This is an optimization exercise on Yosys and OpenROAD, whose aim is small area and a short achievable clock period, not a production implementation. In this exercise RTL edits were held to simulation tests only and were not proved equivalent to the original. No activity file was given, so power comes from the tool's default toggle rates.

==> flow/design.v <==
module sine_quarter_rom (
    input  wire [6:0]  s,
    output reg  [18:0] kl,
    output reg  [9:0]  sl,
    output reg  [2:0]  rl,
    output reg  [18:0] kh,
    output reg  [9:0]  sh,
    output reg  [2:0]  rh
);
    always @(*) begin
        case (s)
            7'd0: begin kl = 19'd0; sl = 10'd804; rl = 3'b000; kh = 19'd524283; sh = 10'd1; rh = 3'b000; end
            7'd1: begin kl = 19'd3216; sl = 10'd804; rl = 3'b000; kh = 19'd524248; sh = 10'd8; rh = 3'b000; end
            7'd2: begin kl = 19'd6434; sl = 10'd805; rl = 3'b000; kh = 19'd524200; sh = 10'd12; rh = 3'b110; end
            7'd3: begin kl = 19'd9652; sl = 10'd804; rl = 3'b000; kh = 19'd524134; sh = 10'd17; rh = 3'b000; end
            7'd4: begin kl = 19'd12868; sl = 10'd804; rl = 3'b000; kh = 19'd524042; sh = 10'd23; rh = 3'b000; end
            7'd5: begin kl = 19'd16086; sl = 10'd803; rl = 3'b000; kh = 19'd523935; sh = 10'd27; rh = 3'b000; end
            7'd6: begin kl = 19'd19296; sl = 10'd804; rl = 3'b000; kh = 19'd523804; sh = 10'd32; rh = 3'b111; end
            7'd7: begin kl = 19'd22515; sl = 10'd803; rl = 3'b000; kh = 19'd523659; sh = 10'd37; rh = 3'b000; end
            7'd8: begin kl = 19'd25724; sl = 10'd804; rl = 3'b000; kh = 19'd523490; sh = 10'd42; rh = 3'b010; end
            7'd9: begin kl = 19'd28940; sl = 10'd802; rl = 3'b100; kh = 19'd523303; sh = 10'd47; rh = 3'b001; end
            7'd10: begin kl = 19'd32150; sl = 10'd803; rl = 3'b000; kh = 19'd523099; sh = 10'd51; rh = 3'b000; end
            7'd11: begin kl = 19'd35362; sl = 10'd802; rl = 3'b000; kh = 19'd522870; sh = 10'd57; rh = 3'b000; end
            7'd12: begin kl = 19'd38570; sl = 10'd802; rl = 3'b000; kh = 19'd522622; sh = 10'd62; rh = 3'b010; end
            7'd13: begin kl = 19'd41776; sl = 10'd802; rl = 3'b001; kh = 19'd522358; sh = 10'd66; rh = 3'b010; end
            7'd14: begin kl = 19'd44984; sl = 10'd801; rl = 3'b000; kh = 19'd522068; sh = 10'd72; rh = 3'b011; end
            7'd15: begin kl = 19'd48188; sl = 10'd800; rl = 3'b000; kh = 19'd521764; sh = 10'd76; rh = 3'b110; end
            7'd16: begin kl = 19'd51388; sl = 10'd800; rl = 3'b000; kh = 19'd521442; sh = 10'd81; rh = 3'b000; end
            7'd17: begin kl = 19'd54588; sl = 10'd800; rl = 3'b000; kh = 19'd521094; sh = 10'd87; rh = 3'b000; end
            7'd18: begin kl = 19'd57790; sl = 10'd799; rl = 3'b000; kh = 19'd520731; sh = 10'd91; rh = 3'b001; end
            7'd19: begin kl = 19'd60985; sl = 10'd799; rl = 3'b000; kh = 19'd520344; sh = 10'd96; rh = 3'b111; end
            7'd20: begin kl = 19'd64180; sl = 10'd798; rl = 3'b000; kh = 19'd519943; sh = 10'd101; rh = 3'b100; end
            7'd21: begin kl = 19'd67373; sl = 10'd797; rl = 3'b000; kh = 19'd519522; sh = 10'd105; rh = 3'b000; end
            7'd22: begin kl = 19'd70560; sl = 10'd796; rl = 3'b000; kh = 19'd519078; sh = 10'd111; rh = 3'b000; end
            7'd23: begin kl = 19'd73744; sl = 10'd796; rl = 3'b000; kh = 19'd518612; sh = 10'd116; rh = 3'b011; end
            7'd24: begin kl = 19'd76931; sl = 10'd795; rl = 3'b000; kh = 19'd518132; sh = 10'd120; rh = 3'b110; end
            7'd25: begin kl = 19'd80110; sl = 10'd795; rl = 3'b000; kh = 19'd517634; sh = 10'd125; rh = 3'b000; end
            7'd26: begin kl = 19'd83290; sl = 10'd793; rl = 3'b000; kh = 19'd517110; sh = 10'd131; rh = 3'b000; end
            7'd27: begin kl = 19'd86463; sl = 10'd793; rl = 3'b000; kh = 19'd516571; sh = 10'd135; rh = 3'b001; end
            7'd28: begin kl = 19'd89632; sl = 10'd792; rl = 3'b000; kh = 19'd516008; sh = 10'd140; rh = 3'b111; end
            7'd29: begin kl = 19'd92803; sl = 10'd791; rl = 3'b000; kh = 19'd515432; sh = 10'd144; rh = 3'b110; end
            7'd30: begin kl = 19'd95966; sl = 10'd791; rl = 3'b000; kh = 19'd514834; sh = 10'd150; rh = 3'b000; end
            7'd31: begin kl = 19'd99129; sl = 10'd789; rl = 3'b000; kh = 19'd514215; sh = 10'd155; rh = 3'b001; end
            7'd32: begin kl = 19'd102284; sl = 10'd788; rl = 3'b000; kh = 19'd513579; sh = 10'd159; rh = 3'b000; end
            7'd33: begin kl = 19'd105436; sl = 10'd788; rl = 3'b000; kh = 19'd512920; sh = 10'd164; rh = 3'b111; end
            7'd34: begin kl = 19'd108588; sl = 10'd786; rl = 3'b000; kh = 19'd512247; sh = 10'd169; rh = 3'b000; end
            7'd35: begin kl = 19'd111734; sl = 10'd785; rl = 3'b000; kh = 19'd511550; sh = 10'd174; rh = 3'b010; end
            7'd36: begin kl = 19'd114872; sl = 10'd784; rl = 3'b000; kh = 19'd510838; sh = 10'd178; rh = 3'b010; end
            7'd37: begin kl = 19'd118011; sl = 10'd783; rl = 3'b000; kh = 19'd510100; sh = 10'd184; rh = 3'b000; end
            7'd38: begin kl = 19'd121142; sl = 10'd782; rl = 3'b000; kh = 19'd509348; sh = 10'd188; rh = 3'b110; end
            7'd39: begin kl = 19'd124270; sl = 10'd781; rl = 3'b000; kh = 19'd508579; sh = 10'd193; rh = 3'b000; end
            7'd40: begin kl = 19'd127395; sl = 10'd779; rl = 3'b000; kh = 19'd507786; sh = 10'd198; rh = 3'b010; end
            7'd41: begin kl = 19'd130510; sl = 10'd779; rl = 3'b000; kh = 19'd506978; sh = 10'd202; rh = 3'b000; end
            7'd42: begin kl = 19'd133625; sl = 10'd777; rl = 3'b000; kh = 19'd506144; sh = 10'd208; rh = 3'b000; end
            7'd43: begin kl = 19'd136732; sl = 10'd776; rl = 3'b000; kh = 19'd505296; sh = 10'd212; rh = 3'b111; end
            7'd44: begin kl = 19'd139836; sl = 10'd774; rl = 3'b100; kh = 19'd504431; sh = 10'd217; rh = 3'b000; end
            7'd45: begin kl = 19'd142934; sl = 10'd773; rl = 3'b000; kh = 19'd503546; sh = 10'd221; rh = 3'b000; end
            7'd46: begin kl = 19'd146024; sl = 10'd772; rl = 3'b000; kh = 19'd502638; sh = 10'd227; rh = 3'b000; end
            7'd47: begin kl = 19'd149114; sl = 10'd770; rl = 3'b000; kh = 19'd501715; sh = 10'd231; rh = 3'b000; end
            7'd48: begin kl = 19'd152195; sl = 10'd769; rl = 3'b000; kh = 19'd500768; sh = 10'd236; rh = 3'b111; end
            7'd49: begin kl = 19'd155268; sl = 10'd768; rl = 3'b000; kh = 19'd499808; sh = 10'd240; rh = 3'b110; end
            7'd50: begin kl = 19'd158342; sl = 10'd765; rl = 3'b000; kh = 19'd498826; sh = 10'd246; rh = 3'b010; end
            7'd51: begin kl = 19'd161403; sl = 10'd765; rl = 3'b000; kh = 19'd497830; sh = 10'd249; rh = 3'b000; end
            7'd52: begin kl = 19'd164462; sl = 10'd763; rl = 3'b000; kh = 19'd496810; sh = 10'd255; rh = 3'b000; end
            7'd53: begin kl = 19'd167514; sl = 10'd761; rl = 3'b000; kh = 19'd495775; sh = 10'd259; rh = 3'b000; end
            7'd54: begin kl = 19'd170556; sl = 10'd760; rl = 3'b000; kh = 19'd494716; sh = 10'd264; rh = 3'b000; end
            7'd55: begin kl = 19'd173596; sl = 10'd758; rl = 3'b000; kh = 19'd493643; sh = 10'd269; rh = 3'b000; end
            7'd56: begin kl = 19'd176628; sl = 10'd756; rl = 3'b000; kh = 19'd492551; sh = 10'd273; rh = 3'b000; end
            7'd57: begin kl = 19'd179654; sl = 10'd755; rl = 3'b000; kh = 19'd491438; sh = 10'd278; rh = 3'b000; end
            7'd58: begin kl = 19'd182674; sl = 10'd753; rl = 3'b000; kh = 19'd490307; sh = 10'd283; rh = 3'b000; end
            7'd59: begin kl = 19'd185687; sl = 10'd751; rl = 3'b000; kh = 19'd489159; sh = 10'd287; rh = 3'b000; end
            7'd60: begin kl = 19'd188688; sl = 10'd750; rl = 3'b001; kh = 19'd487988; sh = 10'd292; rh = 3'b111; end
            7'd61: begin kl = 19'd191691; sl = 10'd747; rl = 3'b000; kh = 19'd486804; sh = 10'd296; rh = 3'b111; end
            7'd62: begin kl = 19'd194678; sl = 10'd746; rl = 3'b000; kh = 19'd485603; sh = 10'd301; rh = 3'b000; end
            7'd63: begin kl = 19'd197660; sl = 10'd744; rl = 3'b000; kh = 19'd484383; sh = 10'd305; rh = 3'b000; end
            7'd64: begin kl = 19'd200638; sl = 10'd742; rl = 3'b000; kh = 19'd483142; sh = 10'd310; rh = 3'b000; end
            7'd65: begin kl = 19'd203604; sl = 10'd740; rl = 3'b000; kh = 19'd481882; sh = 10'd315; rh = 3'b000; end
            7'd66: begin kl = 19'd206566; sl = 10'd739; rl = 3'b000; kh = 19'd480607; sh = 10'd319; rh = 3'b000; end
            7'd67: begin kl = 19'd209520; sl = 10'd736; rl = 3'b000; kh = 19'd479308; sh = 10'd324; rh = 3'b011; end
            7'd68: begin kl = 19'd212466; sl = 10'd734; rl = 3'b000; kh = 19'd477996; sh = 10'd328; rh = 3'b111; end
            7'd69: begin kl = 19'd215400; sl = 10'd732; rl = 3'b000; kh = 19'd476667; sh = 10'd333; rh = 3'b000; end
            7'd70: begin kl = 19'd218330; sl = 10'd730; rl = 3'b010; kh = 19'd475319; sh = 10'd337; rh = 3'b100; end
            7'd71: begin kl = 19'd221251; sl = 10'd729; rl = 3'b000; kh = 19'd473955; sh = 10'd341; rh = 3'b000; end
            7'd72: begin kl = 19'd224166; sl = 10'd725; rl = 3'b000; kh = 19'd472570; sh = 10'd346; rh = 3'b000; end
            7'd73: begin kl = 19'd227064; sl = 10'd724; rl = 3'b111; kh = 19'd471166; sh = 10'd351; rh = 3'b000; end
            7'd74: begin kl = 19'd229962; sl = 10'd722; rl = 3'b000; kh = 19'd469747; sh = 10'd355; rh = 3'b000; end
            7'd75: begin kl = 19'd232851; sl = 10'd719; rl = 3'b000; kh = 19'd468311; sh = 10'd359; rh = 3'b000; end
            7'd76: begin kl = 19'd235726; sl = 10'd718; rl = 3'b000; kh = 19'd466852; sh = 10'd364; rh = 3'b000; end
            7'd77: begin kl = 19'd238598; sl = 10'd715; rl = 3'b000; kh = 19'd465380; sh = 10'd368; rh = 3'b000; end
            7'd78: begin kl = 19'd241456; sl = 10'd712; rl = 3'b100; kh = 19'd463891; sh = 10'd373; rh = 3'b000; end
            7'd79: begin kl = 19'd244307; sl = 10'd711; rl = 3'b000; kh = 19'd462383; sh = 10'd377; rh = 3'b000; end
            7'd80: begin kl = 19'd247148; sl = 10'd708; rl = 3'b000; kh = 19'd460859; sh = 10'd381; rh = 3'b000; end
            7'd81: begin kl = 19'd249982; sl = 10'd706; rl = 3'b000; kh = 19'd459314; sh = 10'd386; rh = 3'b010; end
            7'd82: begin kl = 19'd252807; sl = 10'd703; rl = 3'b000; kh = 19'd457754; sh = 10'd390; rh = 3'b010; end
            7'd83: begin kl = 19'd255619; sl = 10'd701; rl = 3'b000; kh = 19'd456178; sh = 10'd394; rh = 3'b010; end
            7'd84: begin kl = 19'd258422; sl = 10'd699; rl = 3'b000; kh = 19'd454583; sh = 10'd399; rh = 3'b001; end
            7'd85: begin kl = 19'd261216; sl = 10'd696; rl = 3'b000; kh = 19'd452974; sh = 10'd402; rh = 3'b010; end
            7'd86: begin kl = 19'd264002; sl = 10'd693; rl = 3'b000; kh = 19'd451346; sh = 10'd407; rh = 3'b000; end
            7'd87: begin kl = 19'd266775; sl = 10'd691; rl = 3'b000; kh = 19'd449696; sh = 10'd412; rh = 3'b000; end
            7'd88: begin kl = 19'd269539; sl = 10'd689; rl = 3'b000; kh = 19'd448039; sh = 10'd415; rh = 3'b000; end
            7'd89: begin kl = 19'd272294; sl = 10'd686; rl = 3'b000; kh = 19'd446356; sh = 10'd420; rh = 3'b000; end
            7'd90: begin kl = 19'd275039; sl = 10'd683; rl = 3'b000; kh = 19'd444660; sh = 10'd424; rh = 3'b000; end
            7'd91: begin kl = 19'd277771; sl = 10'd681; rl = 3'b000; kh = 19'd442948; sh = 10'd428; rh = 3'b000; end
            7'd92: begin kl = 19'd280494; sl = 10'd678; rl = 3'b010; kh = 19'd441219; sh = 10'd433; rh = 3'b000; end
            7'd93: begin kl = 19'd283204; sl = 10'd676; rl = 3'b000; kh = 19'd439472; sh = 10'd436; rh = 3'b110; end
            7'd94: begin kl = 19'd285910; sl = 10'd673; rl = 3'b000; kh = 19'd437711; sh = 10'd441; rh = 3'b000; end
            7'd95: begin kl = 19'd288600; sl = 10'd670; rl = 3'b000; kh = 19'd435931; sh = 10'd445; rh = 3'b000; end
            7'd96: begin kl = 19'd291282; sl = 10'd667; rl = 3'b000; kh = 19'd434136; sh = 10'd448; rh = 3'b100; end
            7'd97: begin kl = 19'd293950; sl = 10'd665; rl = 3'b000; kh = 19'd432326; sh = 10'd453; rh = 3'b000; end
            7'd98: begin kl = 19'd296610; sl = 10'd661; rl = 3'b000; kh = 19'd430498; sh = 10'd457; rh = 3'b000; end
            7'd99: begin kl = 19'd299255; sl = 10'd659; rl = 3'b000; kh = 19'd428650; sh = 10'd462; rh = 3'b010; end
            7'd100: begin kl = 19'd301888; sl = 10'd656; rl = 3'b111; kh = 19'd426791; sh = 10'd465; rh = 3'b100; end
            7'd101: begin kl = 19'd304514; sl = 10'd654; rl = 3'b000; kh = 19'd424915; sh = 10'd469; rh = 3'b000; end
            7'd102: begin kl = 19'd307130; sl = 10'd650; rl = 3'b000; kh = 19'd423023; sh = 10'd473; rh = 3'b000; end
            7'd103: begin kl = 19'd309731; sl = 10'd647; rl = 3'b000; kh = 19'd421115; sh = 10'd477; rh = 3'b000; end
            7'd104: begin kl = 19'd312319; sl = 10'd645; rl = 3'b000; kh = 19'd419191; sh = 10'd481; rh = 3'b000; end
            7'd105: begin kl = 19'd314896; sl = 10'd642; rl = 3'b001; kh = 19'd417251; sh = 10'd485; rh = 3'b000; end
            7'd106: begin kl = 19'd317464; sl = 10'd638; rl = 3'b100; kh = 19'd415295; sh = 10'd489; rh = 3'b000; end
            7'd107: begin kl = 19'd320016; sl = 10'd636; rl = 3'b000; kh = 19'd413323; sh = 10'd493; rh = 3'b000; end
            7'd108: begin kl = 19'd322560; sl = 10'd632; rl = 3'b000; kh = 19'd411335; sh = 10'd497; rh = 3'b000; end
            7'd109: begin kl = 19'd325090; sl = 10'd630; rl = 3'b000; kh = 19'd409332; sh = 10'd500; rh = 3'b110; end
            7'd110: begin kl = 19'd327608; sl = 10'd626; rl = 3'b100; kh = 19'd407315; sh = 10'd505; rh = 3'b000; end
            7'd111: begin kl = 19'd330115; sl = 10'd623; rl = 3'b000; kh = 19'd405280; sh = 10'd508; rh = 3'b110; end
            7'd112: begin kl = 19'd332604; sl = 10'd620; rl = 3'b111; kh = 19'd403232; sh = 10'd512; rh = 3'b000; end
            7'd113: begin kl = 19'd335087; sl = 10'd617; rl = 3'b000; kh = 19'd401168; sh = 10'd516; rh = 3'b000; end
            7'd114: begin kl = 19'd337554; sl = 10'd614; rl = 3'b010; kh = 19'd399088; sh = 10'd520; rh = 3'b011; end
            7'd115: begin kl = 19'd340010; sl = 10'd611; rl = 3'b000; kh = 19'd396999; sh = 10'd523; rh = 3'b000; end
            7'd116: begin kl = 19'd342455; sl = 10'd607; rl = 3'b000; kh = 19'd394890; sh = 10'd527; rh = 3'b000; end
            7'd117: begin kl = 19'd344880; sl = 10'd604; rl = 3'b010; kh = 19'd392766; sh = 10'd531; rh = 3'b000; end
            7'd118: begin kl = 19'd347299; sl = 10'd601; rl = 3'b000; kh = 19'd390627; sh = 10'd535; rh = 3'b000; end
            7'd119: begin kl = 19'd349700; sl = 10'd598; rl = 3'b001; kh = 19'd388474; sh = 10'd538; rh = 3'b010; end
            7'd120: begin kl = 19'd352092; sl = 10'd594; rl = 3'b100; kh = 19'd386306; sh = 10'd542; rh = 3'b000; end
            7'd121: begin kl = 19'd354470; sl = 10'd591; rl = 3'b000; kh = 19'd384122; sh = 10'd546; rh = 3'b010; end
            7'd122: begin kl = 19'd356835; sl = 10'd587; rl = 3'b000; kh = 19'd381927; sh = 10'd549; rh = 3'b100; end
            7'd123: begin kl = 19'd359180; sl = 10'd584; rl = 3'b111; kh = 19'd379716; sh = 10'd552; rh = 3'b000; end
            7'd124: begin kl = 19'd361519; sl = 10'd581; rl = 3'b000; kh = 19'd377491; sh = 10'd557; rh = 3'b000; end
            7'd125: begin kl = 19'd363842; sl = 10'd578; rl = 3'b000; kh = 19'd375248; sh = 10'd560; rh = 3'b111; end
            7'd126: begin kl = 19'd366154; sl = 10'd573; rl = 3'b000; kh = 19'd372999; sh = 10'd563; rh = 3'b000; end
            7'd127: begin kl = 19'd368447; sl = 10'd571; rl = 3'b000; kh = 19'd370730; sh = 10'd567; rh = 3'b000; end
        endcase
    end
endmodule
module sine_seg_prep (
    input  wire [1:0]  o,
    input  wire [18:0] k,
    input  wire [9:0]  sl,
    input  wire [2:0]  r,
    output wire [1:0]  c2,
    output wire        cy,
    output wire        r0,
    output wire        r1
);
    assign r0 = (o == 2'd0) ? 1'b0 : r[o - 2'd1];
    assign r1 = (o == 2'd3) ? 1'b0 : r[o];
    wire [3:0] lo = {2'b00, k[1:0]} + (o[0] ? {2'b00, sl[1:0]} : 4'd0) + (o[1] ? {2'b00, sl[0], 1'b0} : 4'd0);
    wire [2:0] ce = {1'b0, lo[1:0]} + {1'b0, sl[1:0]};
    assign c2 = lo[3:2];
    assign cy = ce[2];
endmodule
module sine_seg_interp (
    input  wire [1:0]  o,
    input  wire [4:0]  wt,      
    input  wire [4:0]  wc,      
    input  wire [16:0] ka,      
    input  wire [8:0]  sa,      
    input  wire [1:0]  c2,
    input  wire        cy,
    input  wire        r0,
    input  wire        r1,
    output wire [20:0] mag
);
    wire [7:0]  s4 = sa[8:1];
    wire [16:0] a1 = o[0] ? {9'd0, s4} : 17'd0;
    wire [16:0] a2 = o[1] ? {8'd0, sa} : 17'd0;
    wire [12:0] p0 = wt[0] ? {5'd0, s4}          : 13'd0;
    wire [12:0] p1 = wt[1] ? {4'd0, s4, 1'b0}    : 13'd0;
    wire [12:0] p2 = wt[2] ? {3'd0, s4, 2'b00}   : 13'd0;
    wire [12:0] p3 = wt[3] ? {2'd0, s4, 3'b000}  : (wt[4] ? {1'd0, s4, 4'b0000} : 13'd0);
    wire [4:0]  x1 = cy ? wt : 5'd0;
    wire [4:0]  x2 = r1 ? wt : 5'd0;
    wire [4:0]  x3 = r0 ? wc : 5'd0;
    assign mag = {ka + a1 + a2 + {15'd0, c2}, 4'b0000} + p0 + p1 + p2 + p3 + x1 + x2 + x3;
endmodule
module fix_to_f32 (
    input  wire [20:0] m,
    output reg  [30:0] f
);
    reg [4:0]  msb;
    reg [23:0] frac;
    integer    k;
    always @(*) begin
        msb = 5'd0;
        for (k = 0; k < 21; k = k + 1)
            if (m[k])
                msb = k[4:0];
        frac = {3'b000, m} << (5'd23 - msb);
        if (m == 21'd0)
            f = 31'd0;
        else
            f = {8'd106 + {3'b000, msb}, frac[22:0]};
    end
endmodule
module sincos_unit (
    input  wire        clk,
    input  wire        rst,
    input  wire        in_valid,
    input  wire [15:0] in_angle,
    output reg         out_valid,
    output reg  [31:0] out_sin,
    output reg  [31:0] out_cos
);
    reg        s1_valid;
    reg [15:0] s1_angle;
    always @(posedge clk) begin
        if (rst)
            s1_valid <= 1'b0;
        else
            s1_valid <= in_valid;
        s1_angle <= in_angle;
    end
    wire        odd = s1_angle[13];
    wire [12:0] uf  = s1_angle[12:0] ^ {13{odd}};
    wire [8:0]  q   = uf[12:4];
    wire [4:0]  w   = {1'b0, uf[3:0]} + {4'd0, odd};
    wire [4:0]  wc  = 5'd16 - w;
    wire [1:0]  ol  = q[1:0];
    wire [1:0]  oh  = ~q[1:0];
    wire [18:0] kl, kh;
    wire [9:0]  sl, sh;
    wire [2:0]  rl, rh;
    sine_quarter_rom rom (.s(q[8:2]), .kl(kl), .sl(sl), .rl(rl), .kh(kh), .sh(sh), .rh(rh));
    wire [1:0]  c2l, c2h;
    wire        cyl, cyh, r0l, r0h, r1l, r1h;
    sine_seg_prep prep_lo (.o(ol), .k(kl), .sl(sl), .r(rl), .c2(c2l), .cy(cyl), .r0(r0l), .r1(r1l));
    sine_seg_prep prep_hi (.o(oh), .k(kh), .sl(sh), .r(rh), .c2(c2h), .cy(cyh), .r0(r0h), .r1(r1h));
    reg        s2_valid;
    reg [1:0]  s2_o;
    reg [4:0]  s2_w, s2_wc;
    reg [16:0] s2_kl, s2_kh;
    reg [8:0]  s2_sl, s2_sh;
    reg [1:0]  s2_c2l, s2_c2h;
    reg        s2_cyl, s2_cyh, s2_r0l, s2_r0h, s2_r1l, s2_r1h;
    reg        s2_sin_lo, s2_sin_neg, s2_cos_neg;
    always @(posedge clk) begin
        if (rst)
            s2_valid <= 1'b0;
        else
            s2_valid <= s1_valid;
        s2_o       <= ol;
        s2_w       <= w;
        s2_wc      <= wc;
        s2_kl      <= kl[18:2];
        s2_sl      <= sl[9:1];
        s2_c2l     <= c2l;
        s2_cyl     <= cyl;
        s2_r0l     <= r0l;
        s2_r1l     <= r1l;
        s2_kh      <= kh[18:2];
        s2_sh      <= sh[9:1];
        s2_c2h     <= c2h;
        s2_cyh     <= cyh;
        s2_r0h     <= r0h;
        s2_r1h     <= r1h;
        s2_sin_lo  <= ~(s1_angle[14] ^ s1_angle[13]);
        s2_sin_neg <= s1_angle[15];
        s2_cos_neg <= s1_angle[15] ^ s1_angle[14];
    end
    wire [20:0] mag_lo;
    wire [20:0] mag_hi;
    sine_seg_interp ip_lo (.o(s2_o), .wt(s2_w), .wc(s2_wc), .ka(s2_kl), .sa(s2_sl), .c2(s2_c2l),
                           .cy(s2_cyl), .r0(s2_r0l), .r1(s2_r1l), .mag(mag_lo));
    sine_seg_interp ip_hi (.o(~s2_o), .wt(s2_wc), .wc(s2_w), .ka(s2_kh), .sa(s2_sh), .c2(s2_c2h),
                           .cy(s2_cyh), .r0(s2_r0h), .r1(s2_r1h), .mag(mag_hi));
    reg        s3_valid;
    reg [20:0] s3_lo;
    reg [19:0] s3_hi;
    reg        s3_sin_lo, s3_sin_neg, s3_cos_neg;
    always @(posedge clk) begin
        if (rst)
            s3_valid <= 1'b0;
        else
            s3_valid <= s2_valid;
        s3_lo      <= mag_lo;
        s3_hi      <= mag_hi[19:0];     
        s3_sin_lo  <= s2_sin_lo;
        s3_sin_neg <= s2_sin_neg;
        s3_cos_neg <= s2_cos_neg;
    end
    wire [30:0] f_lo;
    wire [30:0] f_hi = {8'd126, s3_hi, 3'b000};
    fix_to_f32 cv (.m(s3_lo), .f(f_lo));
    wire        lo_zero = (s3_lo == 21'd0);
    always @(posedge clk) begin
        if (rst)
            out_valid <= 1'b0;
        else
            out_valid <= s3_valid;
        out_sin <= s3_sin_lo ? {s3_sin_neg & ~lo_zero, f_lo} : {s3_sin_neg, f_hi};
        out_cos <= s3_sin_lo ? {s3_cos_neg, f_hi} : {s3_cos_neg & ~lo_zero, f_lo};
    end
endmodule
==> flow/run.sh <==
#!/bin/bash
# synth_recipe.tcl (not shown) runs the flow's synth.tcl, then flattens the netlist and writes it again
# the make line also repeats each setting of config.mk as NAME=value (left out here)
make -C /OpenROAD-flow-scripts/flow DESIGN_CONFIG=/design/flow/config.mk WORK_HOME=/design/flow/orfs CLKGATE_MAP_FILE= SYNTH_SCRIPT=/design/flow/synth_recipe.tcl finish
==> flow/config.mk <==
export PLATFORM = sky130hd
export DESIGN_NAME = sincos_unit
export DESIGN_NICKNAME = sincos_unit
export VERILOG_FILES = /design/flow/design.v
export SDC_FILE = /design/flow/constraint.sdc
export NUM_CORES = 4
export LEC_CHECK = 0
export ABC_AREA = 1
export CAP_MARGIN = 40
export CORE_AREA = 5 5 525 525
export DIE_AREA = 0 0 530 530
export PLACE_DENSITY = 0.35
export SLEW_MARGIN = 40
export SYNTH_MEMORY_MAX_BITS = 131072
==> flow/constraint.sdc <==
create_clock -name core_clock -period 13.0 [get_ports {clk}]
set_input_delay 2.6000 -clock core_clock [delete_from_list [all_inputs] [get_ports {clk}]]
set_output_delay 2.6000 -clock core_clock [all_outputs]
set_load 0.01 [all_outputs]
==> reports/qor.yml, run 1 <==
area_delta_synth_final_pct: 32.9
worstSetupPathDepth: 32
cts_tree: "done"
routedWlPerCell_um: 16.6
synth_seq_area_share: 0.221
final-hold-violation-count: 0
cts_setup_buffers: 0
grt_pass1_wl_um: 147000
critPathTopFamily: "adder cells"
p_switching_mw: 3.02
die_h_um: 530
p_comb_frac: 0.702
final_net_count: 2952
seq_power_share: 0.179
p_per_area_mw_per_mm2: 241
setup_ws_ns: 6.21
hold_start: "s2_sin_neg"
layout_common_cells: "nand2_1, inv_1, nor2_1"
hp-class: "reg -> reg"
fin_crit_sh: 0.522
grt_use_total: 0.0716
place_ws_ns: 6.22
drive_gt1_frac: 0.0638
initial_core_util: 0.0679
grt_start_max_net_pins: 57
seqCellArea_mm2: 0.00405
rows: 191
outcome: "no timing/DRC/antenna violations"
whs_endpoint: "s3_sin_neg"
yosysUniqueCellTypes: 65
cp_slowest_cell: "fa_1"
cts-buffers-inserted: 23
maxCapViolations: 0
slew_headroom: 0.363
rsz0062_at_grt: "false"
postRouteAntennaNets: 0
n_fill_cell: 31796
hold_depth: 0
clk_latency_ns: 0.58
async_flop_share: 0
vias_per_cell: 3.02
fin_tns_setup_ns: 0
clock_path_buffers: 3
critical_path.max_stage_delay_ns: 0.54
skew_ns: 0.0147
fin_crit_ns: 6.79
drtIter0Drc: 1824
max_freq_ghz: 0.147
path_buf_inv: 7
hold_buffers: 0
crit_arrival_ns: 7.31
io_pins: 84
p_clk_frac: 0.119
yosys_register_bits: 202
cts_root_buf: "clkbuf_16"
grt_pass1_vias: 18985
drt_pass1_iterations: 6
antenna_found_initial: 7
path_class: "reg -> reg"
cp_max_fo: 17
die_w_um: 530
core_mm2: 0.270
r2r_end: "s3_hi[19]"
h-tree-depth: 1
synth_area_mm2: 0.0183
critPathLaunchType: "register"
syn-num-nets: 2904
portBuffers: 83
peakVddDrop_uv: 159
rrSetupSlack_ns: 6.21
vias: 18941
swShare: 0.515
layout_commonest_cell: "nand2_1"
multi_input_area_mm2: 0.0123
synthFlopType: "dfxtp_1"
tightest_slew_ns: 0.945
cts.sinks: 202
p_leak_nw: 10.2
crit_top_cell: "inv_1"
gp_congestion: 0.961
overflow: 0
required_ns: 13.52
postCtsResizedCells: 0
synth_edf_count: 0
setup_viol: 0
yosysWarnings: 3
r2r-start: "s2_o[1]"
clkTransAtPathRegs_ns: 0.07
p_int_mw: 2.85
final_cell_area_mm2: 0.0244
hpwlAfterDp_um: 82600
syn_inst: 2634
wl_um: 104000
synth_area_per_cell_um2: 6.96
r2r_cells: 32
die_area_mm2: 0.281
drc_errors: 0
critPathCaptureType: "register"
dpl_cell_area_mm2: 0.0236
maxSlewViolCount: 0
final_util: 0.0902
## worst register-to-register path, delay by kind of cell (launching register included)
kind / cells / cell delay [ns]
AOI/OAI and AO/OA: 6 / 0.94
DFF: 1 / 0.51
adders and majority gates: 9 / 3.87
and+or+nand+nor: 10 / 0.92
buffers and inverters: 7 / 0.49
## metrics by stage
step | hold WS [ns] | power, mW | instances
4_1_cts | 0.329 | 5.99 | 6267
3_5_place_dp | 0.315 | 5.21 | 6227
3_3_place_gp | 0.312 | 5.26 | 6226
5_1_grt | 0.334 | 6.58 | 6267
2_1_floorplan | 0.310 | 3.82 | 2634
6_report | 0.326 | 5.87 | 6271
## power groups by stage
stage	Combinational [mW]	Sequential [mW]	Clock, mW
6_report	4.12	1.05	0.700
3_5_place_dp	4.13	1.08	0
4_1_cts	4.19	1.06	0.735
2_1_floorplan	2.80	1.01	0
3_3_place_gp	4.18	1.08	0
5_1_grt	4.74	1.09	0.758
## metal layers
layer / share of wire / track usage
met4: 0.043 / 0.0257
met5: 0 / 0
met1: 0.46 / 0.0999
met2: 0.41 / 0.108
met3: 0.080 / 0.0156
## worst max-delay path by stage
stage                        from   endpoint  slack (ns)
after detailed placement  s2_o[1]  s3_hi[19]        6.22
final                     s2_o[1]  s3_hi[19]        6.21
after global placement    s2_o[1]  s3_hi[19]        6.10
after CTS                 s2_o[1]  s3_hi[19]        6.19
after floorplan           s2_o[1]  s3_hi[19]        6.65
after global routing      s2_o[1]  s3_hi[19]        5.67
## synth_stat cells, types with 18 or more instances
cell / instances / share of area
a21oi_1: 167 / 0.046
nand4_1: 25 / 0.0085
xnor2_1: 18 / 0.0086
clkbuf_1: 49 / 0.010
a31oi_1: 35 / 0.012
ha_1: 161 / 0.11
o22ai_1: 26 / 0.0089
o21ai_0: 108 / 0.029
o211ai_1: 26 / 0.011
o21ai_1: 19 / 0.0052
nand2_1: 551 / 0.11
xor2_1: 47 / 0.022
nand3_1: 190 / 0.052
fa_1: 90 / 0.098
nor2_1: 243 / 0.050
dfxtp_1: 202 / 0.22
inv_1: 384 / 0.079
buf_2: 41 / 0.011
## state kept, by name, summed over array words and instances, names as in the netlist, 2 cells and up
signal	count
out_cos	32
out_sin	32
s1_angle	16
s2_c2h	2
s2_c2l	2
s2_kh	16
s2_kl	17
s2_o	2
s2_sh	9
s2_sl	8
s2_w	4
s2_wc	5
s3_hi	20
s3_lo	21
## cells by family after synthesis
group | synth area share
fa+ha+maj | 0.208
compound gates | 0.173
flops | 0.221
simple gates | 0.252
xor+xnor | 0.0343
buf+inv | 0.111
## layout make-up
cell class | instances | share of cell area
timing repair buffer | 135 | 0.0500
clock buffer | 29 | 0.0254
tap | 3570 | 0.183
inverter | 402 | 0.0621
clock inverter | 11 | 0.00668
antenna | 4 | 0.000411
sequential | 202 | 0.166
multi-input combinational | 1918 | 0.506
==> run 2, diff against run 1 <==
--- a/flow/design.v
+++ b/flow/design.v
@@ -144,4 +144,4 @@
     input  wire [1:0]  o,
-    input  wire [18:0] k,
-    input  wire [9:0]  sl,
+    input  wire [1:0]  k,       
+    input  wire [1:0]  sl,      
     input  wire [2:0]  r,
@@ -154,4 +154,4 @@
     assign r1 = (o == 2'd3) ? 1'b0 : r[o];
-    wire [3:0] lo = {2'b00, k[1:0]} + (o[0] ? {2'b00, sl[1:0]} : 4'd0) + (o[1] ? {2'b00, sl[0], 1'b0} : 4'd0);
-    wire [2:0] ce = {1'b0, lo[1:0]} + {1'b0, sl[1:0]};
+    wire [3:0] lo = {2'b00, k} + (o[0] ? {2'b00, sl} : 4'd0) + (o[1] ? {2'b00, sl[0], 1'b0} : 4'd0);
+    wire [2:0] ce = {1'b0, lo[1:0]} + {1'b0, sl};
     assign c2 = lo[3:2];
@@ -159,6 +159,4 @@
 endmodule
-module sine_seg_interp (
+module sine_seg_parts (
     input  wire [1:0]  o,
-    input  wire [4:0]  wt,      
-    input  wire [4:0]  wc,      
     input  wire [16:0] ka,      
@@ -169,15 +167,67 @@
     input  wire        r1,
+    input  wire [4:0]  wt,
+    input  wire [4:0]  wc,
+    output wire [16:0] a,
+    output wire [12:0] b
+);
+    wire [7:0] s4 = sa[8:1];
+    wire [16:0] x0 = ka;
+    wire [16:0] x1 = o[0] ? {9'd0, s4} : 17'd0;
+    wire [16:0] x2 = o[1] ? {8'd0, sa} : 17'd0;
+    wire [16:0] xs = x0 ^ x1 ^ x2;
+    wire [16:0] xc = {((x0[15:0] & x1[15:0]) | (x0[15:0] & x2[15:0]) | (x1[15:0] & x2[15:0])), 1'b0};
+    add_ks #(.W(17), .L(5)) add_a (.a(xs), .b(xc), .c({15'd0, c2}), .y(a));
+    wire [12:0] p0 = wt[0] ? {5'd0, s4}         : 13'd0;
+    wire [12:0] p1 = wt[1] ? {4'd0, s4, 1'b0}   : 13'd0;
+    wire [12:0] p2 = wt[2] ? {3'd0, s4, 2'b00}  : 13'd0;
+    wire [12:0] p3 = wt[3] ? {2'd0, s4, 3'b000} : (wt[4] ? {1'd0, s4, 4'b0000} : 13'd0);
+    wire [12:0] q0 = cy ? {8'd0, wt} : 13'd0;
+    wire [12:0] q1 = r1 ? {8'd0, wt} : 13'd0;
+    wire [12:0] q2 = r0 ? {8'd0, wc} : 13'd0;
+    wire [12:0] ys1 = p0 ^ p1 ^ p2;
+    wire [12:0] yc1 = {((p0[11:0] & p1[11:0]) | (p0[11:0] & p2[11:0]) | (p1[11:0] & p2[11:0])), 1'b0};
+    wire [12:0] ys2 = p3 ^ q0 ^ q1;
+    wire [12:0] yc2 = {((p3[11:0] & q0[11:0]) | (p3[11:0] & q1[11:0]) | (q0[11:0] & q1[11:0])), 1'b0};
+    wire [12:0] ys3 = ys1 ^ yc1 ^ ys2;
+    wire [12:0] yc3 = {((ys1[11:0] & yc1[11:0]) | (ys1[11:0] & ys2[11:0]) | (yc1[11:0] & ys2[11:0])), 1'b0};
+    wire [12:0] ys4 = ys3 ^ yc3 ^ yc2;
+    wire [12:0] yc4 = {((ys3[11:0] & yc3[11:0]) | (ys3[11:0] & yc2[11:0]) | (yc3[11:0] & yc2[11:0])), 1'b0};
+    add_ks #(.W(13), .L(4)) add_b (.a(ys4), .b(yc4), .c(q2), .y(b));
+endmodule
+module sine_seg_sum (
+    input  wire [16:0] a,
+    input  wire [12:0] b,
     output wire [20:0] mag
 );
-    wire [7:0]  s4 = sa[8:1];
-    wire [16:0] a1 = o[0] ? {9'd0, s4} : 17'd0;
-    wire [16:0] a2 = o[1] ? {8'd0, sa} : 17'd0;
-    wire [12:0] p0 = wt[0] ? {5'd0, s4}          : 13'd0;
-    wire [12:0] p1 = wt[1] ? {4'd0, s4, 1'b0}    : 13'd0;
-    wire [12:0] p2 = wt[2] ? {3'd0, s4, 2'b00}   : 13'd0;
-    wire [12:0] p3 = wt[3] ? {2'd0, s4, 3'b000}  : (wt[4] ? {1'd0, s4, 4'b0000} : 13'd0);
-    wire [4:0]  x1 = cy ? wt : 5'd0;
-    wire [4:0]  x2 = r1 ? wt : 5'd0;
-    wire [4:0]  x3 = r0 ? wc : 5'd0;
-    assign mag = {ka + a1 + a2 + {15'd0, c2}, 4'b0000} + p0 + p1 + p2 + p3 + x1 + x2 + x3;
+    wire [16:0] hi;
+    add_ks #(.W(17), .L(5)) add_m (.a(a), .b({8'd0, b[12:4]}), .c(17'd0), .y(hi));
+    assign mag = {hi, b[3:0]};
+endmodule
+module add_ks #(parameter W = 16, parameter L = 4) (
+    input  wire [W-1:0] a,
+    input  wire [W-1:0] b,
+    input  wire [W-1:0] c,
+    output wire [W-1:0] y
+);
+    wire [W-1:0] u = a ^ b ^ c;
+    wire [W-1:0] v = {((a[W-2:0] & b[W-2:0]) | (a[W-2:0] & c[W-2:0]) | (b[W-2:0] & c[W-2:0])), 1'b0};
+    wire [W-1:0] g [0:L];
+    wire [W-1:0] p [0:L];
+    assign g[0] = u & v;
+    assign p[0] = u ^ v;
+    genvar i, j;
+    generate
+        for (i = 0; i < L; i = i + 1) begin : g_lvl
+            for (j = 0; j < W; j = j + 1) begin : g_bit
+                if (j >= (1 << i)) begin : g_op
+                    assign g[i+1][j] = g[i][j] | (p[i][j] & g[i][j - (1 << i)]);
+                    assign p[i+1][j] = p[i][j] & p[i][j - (1 << i)];
+                end else begin : g_pass
+                    assign g[i+1][j] = g[i][j];
+                    assign p[i+1][j] = p[i][j];
+                end
+            end
+        end
+    endgenerate
+    assign y = p[0] ^ {g[L][W-2:0], 1'b0};
 endmodule
@@ -222,7 +272,6 @@
     wire [12:0] uf  = s1_angle[12:0] ^ {13{odd}};
-    wire [8:0]  q   = uf[12:4];
-    wire [4:0]  w   = {1'b0, uf[3:0]} + {4'd0, odd};
-    wire [4:0]  wc  = 5'd16 - w;
-    wire [1:0]  ol  = q[1:0];
-    wire [1:0]  oh  = ~q[1:0];
+    wire [1:0]  ol  = uf[5:4];
+    wire [1:0]  oh  = ~uf[5:4];
+    wire [4:0]  wl  = {1'b0, uf[3:0]} + {4'd0, odd};       
+    wire [4:0]  wh  = {1'b0, ~uf[3:0]} + {4'd0, ~odd};     
     wire [18:0] kl, kh;
@@ -230,10 +279,10 @@
     wire [2:0]  rl, rh;
-    sine_quarter_rom rom (.s(q[8:2]), .kl(kl), .sl(sl), .rl(rl), .kh(kh), .sh(sh), .rh(rh));
+    sine_quarter_rom rom (.s(uf[12:6]), .kl(kl), .sl(sl), .rl(rl), .kh(kh), .sh(sh), .rh(rh));
     wire [1:0]  c2l, c2h;
     wire        cyl, cyh, r0l, r0h, r1l, r1h;
-    sine_seg_prep prep_lo (.o(ol), .k(kl), .sl(sl), .r(rl), .c2(c2l), .cy(cyl), .r0(r0l), .r1(r1l));
-    sine_seg_prep prep_hi (.o(oh), .k(kh), .sl(sh), .r(rh), .c2(c2h), .cy(cyh), .r0(r0h), .r1(r1h));
+    sine_seg_prep prep_lo (.o(ol), .k(kl[1:0]), .sl(sl[1:0]), .r(rl), .c2(c2l), .cy(cyl), .r0(r0l), .r1(r1l));
+    sine_seg_prep prep_hi (.o(oh), .k(kh[1:0]), .sl(sh[1:0]), .r(rh), .c2(c2h), .cy(cyh), .r0(r0h), .r1(r1h));
     reg        s2_valid;
     reg [1:0]  s2_o;
-    reg [4:0]  s2_w, s2_wc;
+    reg [4:0]  s2_wl, s2_wh;
     reg [16:0] s2_kl, s2_kh;
@@ -249,4 +298,4 @@
         s2_o       <= ol;
-        s2_w       <= w;
-        s2_wc      <= wc;
+        s2_wl      <= wl;
+        s2_wh      <= wh;
         s2_kl      <= kl[18:2];
@@ -267,11 +316,11 @@
     end
-    wire [20:0] mag_lo;
-    wire [20:0] mag_hi;
-    sine_seg_interp ip_lo (.o(s2_o), .wt(s2_w), .wc(s2_wc), .ka(s2_kl), .sa(s2_sl), .c2(s2_c2l),
-                           .cy(s2_cyl), .r0(s2_r0l), .r1(s2_r1l), .mag(mag_lo));
-    sine_seg_interp ip_hi (.o(~s2_o), .wt(s2_wc), .wc(s2_w), .ka(s2_kh), .sa(s2_sh), .c2(s2_c2h),
-                           .cy(s2_cyh), .r0(s2_r0h), .r1(s2_r1h), .mag(mag_hi));
+    wire [16:0] al, ah;
+    wire [12:0] bl, bh;
+    sine_seg_parts pt_lo (.o(s2_o), .ka(s2_kl), .sa(s2_sl), .c2(s2_c2l), .cy(s2_cyl), .r0(s2_r0l),
+                          .r1(s2_r1l), .wt(s2_wl), .wc(s2_wh), .a(al), .b(bl));
+    sine_seg_parts pt_hi (.o(~s2_o), .ka(s2_kh), .sa(s2_sh), .c2(s2_c2h), .cy(s2_cyh), .r0(s2_r0h),
+                          .r1(s2_r1h), .wt(s2_wh), .wc(s2_wl), .a(ah), .b(bh));
     reg        s3_valid;
-    reg [20:0] s3_lo;
-    reg [19:0] s3_hi;
+    reg [16:0] s3_al, s3_ah;
+    reg [12:0] s3_bl, s3_bh;
     reg        s3_sin_lo, s3_sin_neg, s3_cos_neg;
@@ -282,4 +331,6 @@
             s3_valid <= s2_valid;
-        s3_lo      <= mag_lo;
-        s3_hi      <= mag_hi[19:0];     
+        s3_al      <= al;
+        s3_bl      <= bl;
+        s3_ah      <= ah;
+        s3_bh      <= bh;
         s3_sin_lo  <= s2_sin_lo;
@@ -288,6 +339,25 @@
     end
+    wire [20:0] mag_lo;
+    wire [20:0] mag_hi;
+    sine_seg_sum sm_lo (.a(s3_al), .b(s3_bl), .mag(mag_lo));
+    sine_seg_sum sm_hi (.a(s3_ah), .b(s3_bh), .mag(mag_hi));
+    reg        s4_valid;
+    reg [20:0] s4_lo;
+    reg [19:0] s4_hi;
+    reg        s4_sin_lo, s4_sin_neg, s4_cos_neg;
+    always @(posedge clk) begin
+        if (rst)
+            s4_valid <= 1'b0;
+        else
+            s4_valid <= s3_valid;
+        s4_lo      <= mag_lo;
+        s4_hi      <= mag_hi[19:0];     
+        s4_sin_lo  <= s3_sin_lo;
+        s4_sin_neg <= s3_sin_neg;
+        s4_cos_neg <= s3_cos_neg;
+    end
     wire [30:0] f_lo;
-    wire [30:0] f_hi = {8'd126, s3_hi, 3'b000};
-    fix_to_f32 cv (.m(s3_lo), .f(f_lo));
-    wire        lo_zero = (s3_lo == 21'd0);
+    wire [30:0] f_hi = {8'd126, s4_hi, 3'b000};
+    fix_to_f32 cv (.m(s4_lo), .f(f_lo));
+    wire        lo_zero = (s4_lo == 21'd0);
     always @(posedge clk) begin
@@ -296,5 +366,5 @@
         else
-            out_valid <= s3_valid;
-        out_sin <= s3_sin_lo ? {s3_sin_neg & ~lo_zero, f_lo} : {s3_sin_neg, f_hi};
-        out_cos <= s3_sin_lo ? {s3_cos_neg, f_hi} : {s3_cos_neg & ~lo_zero, f_lo};
+            out_valid <= s4_valid;
+        out_sin <= s4_sin_lo ? {s4_sin_neg & ~lo_zero, f_lo} : {s4_sin_neg, f_hi};
+        out_cos <= s4_sin_lo ? {s4_cos_neg, f_hi} : {s4_cos_neg & ~lo_zero, f_lo};
     end
--- a/flow/config.mk
+++ b/flow/config.mk
@@ -9,5 +9,5 @@
 export CAP_MARGIN = 40
-export CORE_AREA = 5 5 525 525
-export DIE_AREA = 0 0 530 530
-export PLACE_DENSITY = 0.35
+export CORE_AREA = 5 5 215 215
+export DIE_AREA = 0 0 220 220
+export PLACE_DENSITY = 0.6
 export SLEW_MARGIN = 40
==> reports/qor.yml, run 2 <==
max_freq_ghz: 0.188  # was 0.147 GHz
hp-class: "reg -> reg"  # unchanged
syn-num-nets: 3005  # was 2904
routedWlPerCell_um: 27.5  # was 16.6 µm
crit_arrival_ns: 5.77  # was 7.31 ns
io_pins: 84  # unchanged
maxCapViolations: 0  # unchanged
synth_seq_area_share: 0.268  # was 0.221
synthMostInstantiatedCell: "nand2_1"  # unchanged
postRouteAntennaNets: 0  # unchanged
vias_per_cell: 6.13  # was 3.02
cts_root_buf: "clkbuf_16"  # unchanged
clkTransAtPathRegs_ns: 0.06  # was 0.07 ns
drtIter0Drc: 2883  # was 1824
p_per_area_mw_per_mm2: 227  # was 241 mW/mm²
drive_gt1_frac: 0.0609  # was 0.0638
critPathLaunchType: "register"  # unchanged
async_flop_share: 0  # unchanged
drc_errors: 0  # unchanged
core_mm2: 0.0439  # was 0.270 mm²
fin_crit_sh: 0.408  # was 0.522
cts-buffers-inserted: 29  # was 23
synthFlopType: "dfxtp_1"  # unchanged
cts_setup_buffers: 0  # unchanged
area_delta_synth_final_pct: 12.5  # was 32.9%
slew_headroom: 0.300  # was 0.363
cp_max_fo: 38  # was 17
outcome: "no timing/DRC/antenna violations"  # unchanged
overflow: 0  # unchanged
antenna_found_initial: 3  # was 7
finalPower_mw: 5.04  # was 5.87 mW
fin_crit_ns: 5.31  # was 6.79 ns
layout_commonest_cell: "nand2_1"  # unchanged
vias: 20773  # was 18.9k
die_w_um: 220  # was 530 µm
p_leak_nw: 11.0  # was 10.2 nW
grt_pass1_wl_um: 134000  # was 147000 µm
netlist.area_leader.share: 0.268  # was 0.221
hold_ws_ns: 0.324  # was 0.326 ns
gp_congestion: 1.13  # was 0.961
critPathCaptureType: "register"  # unchanged
cp_slowest_cell: "nor2_1"  # was fa_1
skew_ns: 0.0198  # was 0.0147 ns
final_net_count: 3042  # was 2952
layout_common_cells: "nand2_1, inv_1, dfxtp_1"  # was nand2_1, inv_1, nor2_1
maxSlewViolCount: 0  # unchanged
postCtsResizedCells: 0  # unchanged
clock_path_buffers: 3  # unchanged
final-hold-violation-count: 0  # unchanged
synth_area_leaders: "dfxtp_1, ha_1, nand2_1, fa_1, inv_1"  # was dfxtp_1, nand2_1, ha_1, fa_1, inv_1
critical_path.max_stage_delay_ns: 0.49  # was 0.54 ns
hold_buffers: 0  # unchanged
setup_viol: 0  # unchanged
required_ns: 13.47  # was 13.52 ns
grt_start_max_net_pins: 56  # was 57
path_class: "reg -> reg"  # unchanged
synth_area_mm2: 0.0198  # was 0.0183 mm²
wl_um: 93200  # was 104000 µm
cp_cell_sequence: "buf_4 > or2_4 > nand2_4 > inv_2 > buf_4 > ha_1 > inv_1 > nor2_1 > inv_1 > nand2_1 > nor2_1 > nand2_1 > a21oi_1 > a2111o_1 > nand2_1 > inv_1 > nor2_1 > fa_1 > ha_1 > ha_1 > a31o_1"
rows: 77  # was 191
drt_pass1_iterations: 9  # was 6
die_area_mm2: 0.0484  # was 0.281 mm²
cts_tree: "done"  # unchanged
synth_top_area_cell: "dfxtp_1"  # unchanged
synth_edf_count: 0  # unchanged
grt_use_total: 0.376  # was 0.0716
peakVddDrop_uv: 165  # was 159 µV
cts.sinks: 265  # was 202
synth_area_per_cell_um2: 7.24  # was 6.96 µm²
hpwlAfterDp_um: 72500  # was 82600 µm
synthTopCellsByCount: "nand2_1, inv_1, dfxtp_1"  # was nand2_1, inv_1, nor2_1
portBuffers: 83  # unchanged
clk_latency_ns: 0.58  # about the same
die_h_um: 220  # was 530 µm
grt_pass1_vias: 20352  # was 19.0k
tightest_slew_ns: 1.04  # was 0.945 ns
rsz0062_at_grt: "false"  # unchanged
initial_core_util: 0.450  # was 0.0679
largestRegisters: "out_cos x32, out_sin x32, s4_lo x21"  # was out_cos x32, out_sin x32, s3_lo x21
yosysUniqueCellTypes: 66  # was 65
fin_tns_setup_ns: 0  # unchanged
yosysWarnings: 5  # was 3
h-tree-depth: 1  # unchanged
yosys_register_bits: 265  # was 202
syn_inst: 2730  # was 2634
## run 2: changes by cell type in the layout (fill, tap and decap cells not counted), moves of 14 or more
cell,before,now
buf_4,51,37
nand2_1,551,536
o21ai_0,105,142
inv_1,384,362
ha_1,161,179
dfxtp_1,200,263
## run 2: metrics by stage
stage	util	std cells	setup slack, ns	area [µm²]
floorplan	-	2730	8.34	19800
global placement	0.480	3328	7.92	21100
detailed placement	0.481	3328	7.83	21100
CTS	0.506	3382	7.82	22200
global route	0.506	3383	7.48	22200
finish	0.506	3389	7.69	22200
## run 2: cell type report
cell class                 instances  area (µm²)
antenna                            7        17.5
sequential                       265        5310
fill                            4253       21700
multi-input combinational       1963       12500
timing repair buffer             120        1110
clock buffer                      37         837
inverter                         388        1460
tap                              592         741
clock inverter                    17         260
## run 2: cells by family after synthesis
| group | after synthesis | synth area share |
|---|---|---|
| AOI/OAI and AO/OA | 529 | 0.162 |
| xor gates and xnor gates | 87 | 0.0397 |
| adders and majority gates | 256 | 0.191 |
| buffers and inverters | 502 | 0.101 |
| DFF | 265 | 0.268 |
| and+or+nand+nor | 1091 | 0.238 |
## run 2: worst max-delay path: cells and delay by family, from the launching register on
kind	cells	cell delay (ns)
AOI/OAI and AO/OA	3	0.60
adders and majority gates	4	1.28
buffers and inverters	6	1.47
DFF	1	0.30
and+or+nand+nor	8	1.49
## run 2: routing by layer
| metal | GRT usage | vias up | routed length [µm] |
|---|---|---|---|
| met4 | 0.248 | 2 | 7810 |
| met3 | 0.0977 | 395 | 10600 |
| li1 | - | 9128 | - |
| met1 | 0.477 | 9777 | 35600 |
| met2 | 0.565 | 1471 | 39200 |
| met5 | 0.00417 | - | 12 |
## run 2: power by group
group          switching (mW)  internal (mW)
Clock                   0.350          0.562
Combinational            1.74           1.04
Sequential              0.226           1.12
Total                    2.32           2.72
## run 2: path summary, 6_finish.rpt
path | startpoint | end | slack [ns] | cells after the start
worst max register to register | s1_angle[13] | s2_cyh | 7.69 | 21
worst min-delay path | s3_bh[2] | s4_hi[2] | 0.32 | 0
worst max-delay path | s1_angle[13] | s2_cyh | 7.69 | 21
worst min register to register | s3_bh[2] | s4_hi[2] | 0.32 | 0
==> run 3, diff against run 2 <==
==> flow/flow/run.sh (new file) <==
#!/bin/bash
# Layout: the standard flow, with timing repair asked to leave 9 ns of setup slack
# (aiming at a 4 ns path) instead of none. The clock and constraints are unchanged.
set -euo pipefail
bash standard.sh SETUP_SLACK_MARGIN=9 finish > standard_flow.log 2>&1
==> flow/standard.sh (new file) <==
#!/bin/bash
# synth_recipe.tcl (not shown) runs the flow's synth.tcl, then flattens the netlist and writes it again
# the make line also repeats each setting of config.mk as NAME=value (left out here)
make -C /OpenROAD-flow-scripts/flow DESIGN_CONFIG=/design/flow/config.mk WORK_HOME=/design/flow/orfs CLKGATE_MAP_FILE= SYNTH_SCRIPT=/design/flow/synth_recipe.tcl "${@:-finish}"
removed: flow/run.sh
==> reports/qor.yml, run 3 <==
slew_headroom: 0.372  # was 0.300
crit_arrival_ns: 5.13  # was 5.77 ns
whs_endpoint: "s4_lo[2]"  # was s4_hi[2]
overflow: 0  # unchanged
r2r_cells: 23  # was 21
fin_crit_ns: 4.62  # was 5.31 ns
cp_slowest_cell: "fa_1"  # was nor2_1
critPathLaunchType: "register"  # unchanged
fin_tns_setup_ns: 0  # unchanged
yosys_register_bits: 265  # unchanged
final_cell_area_mm2: 0.0247  # was 0.0222 mm²
p_leak_nw: 12.1  # was 11.0 nW
critical_path.max_stage_delay_ns: 0.54  # was 0.49 ns
grt_start_max_net_pins: 54  # was 56
rrSetupSlack_ns: 8.38  # was 7.69 ns
rsz0062_at_grt: "true"  # was false
grt_use_total: 0.402  # was 0.376
path_class: "reg -> reg"  # unchanged
tightest_slew_ns: 0.938  # was 1.04 ns
synth_area_per_cell_um2: 7.24  # unchanged
max_freq_ghz: 0.216  # was 0.188 GHz
routedWlPerCell_um: 29.4  # was 27.5 µm
cts_tree: "done"  # unchanged
synth_seq_area_share: 0.268  # unchanged
layout_common_cells: "nand2_1, inv_1, dfxtp_1"  # unchanged
cts.sinks: 265  # unchanged
rows: 77  # unchanged
hp-class: "reg -> reg"  # unchanged
wl_um: 104000  # was 93200 µm
die_w_um: 220  # unchanged
layout_commonest_cell: "nand2_1"  # unchanged
antenna_found_initial: 7  # was 3
r2r_end: "s3_bh[12]"  # was s2_cyh
multi_input_area_mm2: 0.0134  # was 0.0125 mm²
hold_depth: 0  # unchanged
die_area_mm2: 0.0484  # unchanged
fin_crit_sh: 0.355  # was 0.408
clkTransAtPathRegs_ns: 0.06  # about the same
p_per_area_mw_per_mm2: 226  # was 227 mW/mm²
synth_top_area_cell: "dfxtp_1"  # unchanged
clock_path_buffers: 3  # unchanged
dpl_cell_area_mm2: 0.0212  # was 0.0211 mm²
maxSlewViolCount: 0  # unchanged
setup_viol: 0  # unchanged
outcome: "no timing/DRC/antenna violations"  # unchanged
vias_per_cell: 6.26  # was 6.13
h-tree-depth: 1  # unchanged
grt_pass1_wl_um: 142000  # was 134000 µm
drive_gt1_frac: 0.172  # was 0.0609
vias: 22151  # was 20.8k
synthFlopType: "dfxtp_1"  # unchanged
peakVddDrop_uv: 152  # was 165 µV
n_fill_cell: 4019  # was 4253
syn_inst: 2730  # unchanged
synthTopCellsByCount: "nand2_1, inv_1, dfxtp_1"  # unchanged
final_net_count: 3193  # was 3042
path_buf_inv: 6  # unchanged
crit_top_cell: "inv_1"
required_ns: 13.51  # was 13.47 ns
maxCapViolations: 0  # unchanged
netlist.area_leader.share: 0.268  # unchanged
drt_pass1_iterations: 7  # was 9
cp_cell_sequence: "nand2_1 > inv_1 > fa_1 > inv_1 > fa_1 > fa_1 > inv_1 > fa_1 > ha_4 > a21oi_2 > inv_2 > a31oi_4 > o21ai_2 > a21oi_2 > o21bai_1 > a21oi_1 > inv_1 > a21oi_2 > inv_1 > a21oi_2 > nor2_1 > nor2_1 > xnor2_1"  # was buf_4 > or2_4 > nand2_4 > inv_2 > buf_4 > ha_1 > inv_1 > nor2_1 > inv_1 > nand2_1 > nor2_1 > nand2_1 > a21oi_1 > a2111o_1 > nand2_1 > inv_1 > nor2_1 > fa_1 > ha_1 > ha_1 > a31o_1
synth_area_mm2: 0.0198  # unchanged
seqCellArea_mm2: 0.00537  # was 0.00531 mm²
synth_edf_count: 0  # unchanged
io_pins: 84  # unchanged
core_mm2: 0.0439  # unchanged
synthMostInstantiatedCell: "nand2_1"  # unchanged
initial_core_util: 0.450  # unchanged
hold_start: "s3_bl[2]"  # was s3_bh[2]
gp_congestion: 1.13  # about the same
largestRegisters: "out_cos x32, out_sin x32, s4_lo x21"  # unchanged
final-hold-violation-count: 0  # unchanged
yosysWarnings: 5  # unchanged
hpwlAfterDp_um: 73400  # was 72500 µm
async_flop_share: 0  # unchanged
skew_ns: 0.00966  # was 0.0198 ns
r2r-start: "s2_wh[3]"  # was s1_angle[13]
clk_latency_ns: 0.58  # about the same
grt_pass1_vias: 21135  # was 20.4k
die_h_um: 220  # unchanged
cts-buffers-inserted: 29  # unchanged
area_delta_synth_final_pct: 25.1  # was 12.5%
cts_root_buf: "clkbuf_16"  # unchanged
cp_max_fo: 6  # was 38
synth_area_leaders: "dfxtp_1, ha_1, nand2_1, fa_1, inv_1"  # unchanged
critPathTopFamily: "adder cells"  # was simple AND/OR/NAND/NOR gates
syn-num-nets: 3005  # unchanged
yosysUniqueCellTypes: 66  # unchanged
drc_errors: 0  # unchanged
portBuffers: 83  # unchanged
critPathCaptureType: "register"  # unchanged
drtIter0Drc: 3148  # was 2883
postRouteAntennaNets: 0  # unchanged
[run 3: cell counts after synthesis]
Identical to the previous run, type by type.
[run 3: what timing repair did]
item                                    in CTS  in global routing
gates resized for setup                    233                162
hold buffers                                 0                  0
cloned                                       5                  7
pin swaps                                   42                 60
setup buffers                               56                 88
endpoints found under the setup margin     102                 30
[run 3: final cells by class]
class | instances | area share
multi-input cells | 1966 | 0.540
flip-flops and latches | 265 | 0.217
repair buffers | 268 | 0.109
inverters | 388 | 0.0627
clock buffers | 39 | 0.0325
well taps | 592 | 0.0300
clock inverters | 15 | 0.00820
diodes | 6 | 0.000607
[run 3: worst register-to-register path, cell delays in order, from the launching register on]
cell	delay [ns]
dfxtp_4	0.39
nand2_1	0.13
inv_1	0.09
fa_1	0.51
inv_1	0.05
fa_1	0.46
fa_1	0.52
inv_1	0.06
fa_1	0.54
ha_4	0.23
a21oi_2	0.13
inv_2	0.05
a31oi_4	0.19
o21ai_2	0.09
a21oi_2	0.17
o21bai_1	0.10
a21oi_1	0.18
inv_1	0.09
a21oi_2	0.14
inv_1	0.06
a21oi_2	0.11
nor2_1	0.05
nor2_1	0.11
xnor2_1	0.12
[run 3: how the worst max path moves through the flow]
stage | endpoint | cells past startpoint | slack [ns] | startpoint
after global routing | s3_bh[12] | 23 | 8.21 | s2_wh[3]
after global placement | s2_cyh | 21 | 7.90 | s1_angle[13]
after CTS | s3_bh[12] | 23 | 8.58 | s2_sh[2]
after floorplan | s3_bh[12] | 24 | 8.66 | s2_wh[2]
after detailed placement | s2_cyh | 21 | 7.84 | s1_angle[13]
final | s3_bh[12] | 23 | 8.38 | s2_wh[3]
[run 3: stage by stage]
| stage | power [mW] | hold WS, ns | setup slack [ns] | instances | util |
|---|---|---|---|---|---|
| after global placement | 4.05 | 0.315 | 7.90 | 3323 | 0.482 |
| after floorplan | 3.17 | 0.310 | 8.66 | 2730 | - |
| after global routing | 5.89 | 0.333 | 8.21 | 3533 | 0.563 |
| after CTS | 5.23 | 0.326 | 8.58 | 3438 | 0.530 |
| final | 5.58 | 0.321 | 8.38 | 3539 | 0.563 |
| after detailed placement | 4.13 | 0.314 | 7.84 | 3323 | 0.483 |
[run 3: cell families after synthesis]
| logic type | share of synthesized area |
|---|---|
| AND/OR/NAND/NOR | 0.238 |
| XOR/XNOR | 0.0397 |
| flip-flops | 0.268 |
| buffers and inverters | 0.101 |
| AO/OA/AOI/OAI | 0.162 |
| adder cells (fa/ha/maj) | 0.191 |
[run 3: report_power, final]
group	leakage [nW]	internal (mW)	total [mW]	switching, mW
clock	0.492	0.516	0.863	0.347
sequential	2.23	1.13	1.35	0.223
combinational	9.36	1.34	3.37	2.03
total	12.1	2.98	5.58	2.60
[run 3: layer usage]
metal	routed length [µm]	GRT usage	vias to the layer above	part of all wire
li1	-	-	9429	-
met1	37100	0.483	10379	0.36
met2	43200	0.604	1767	0.41
met3	13600	0.130	572	0.13
met4	10100	0.289	4	0.097
met5	19	0	-	0.00018

[static timing again, ports no longer ideal]
The flow's constraints put no driver on any port. The routed layouts listed below were extracted and timed again, unchanged, in two steps.
Step 1 (the two cells are an assumption about what drives the block):
set clk [get_ports {clk}]
set_driving_cell -lib_cell sky130_fd_sc_hd__clkbuf_16 $clk
set_driving_cell -lib_cell sky130_fd_sc_hd__buf_2 [delete_from_list [all_inputs] $clk]
Step 2 moves the port delays by t, midway between the first and last clock arrival at a register: inputs arrive t later, outputs are due t later. That takes back most of the time a late clock gives input paths.
Three values: ideal, step 1, step 2; two values: the first two.
run	shift t [ns]	setup slack, ns	hold slack, ns	worst data-port slew with drivers (ns)	cell pins on the clock port's net
run 1	0.643	6.210 / 6.210 / 6.210	0.326 / 0.326 / 0.326	0.09	1
run 2	0.627	7.694 / 7.694 / 7.694	0.324 / 0.324 / 0.324	0.05	1
run 3	0.639	8.380 / 8.380 / 8.380	0.321 / 0.321 / 0.321	0.05	1
After both steps every run listed still meets setup and hold.
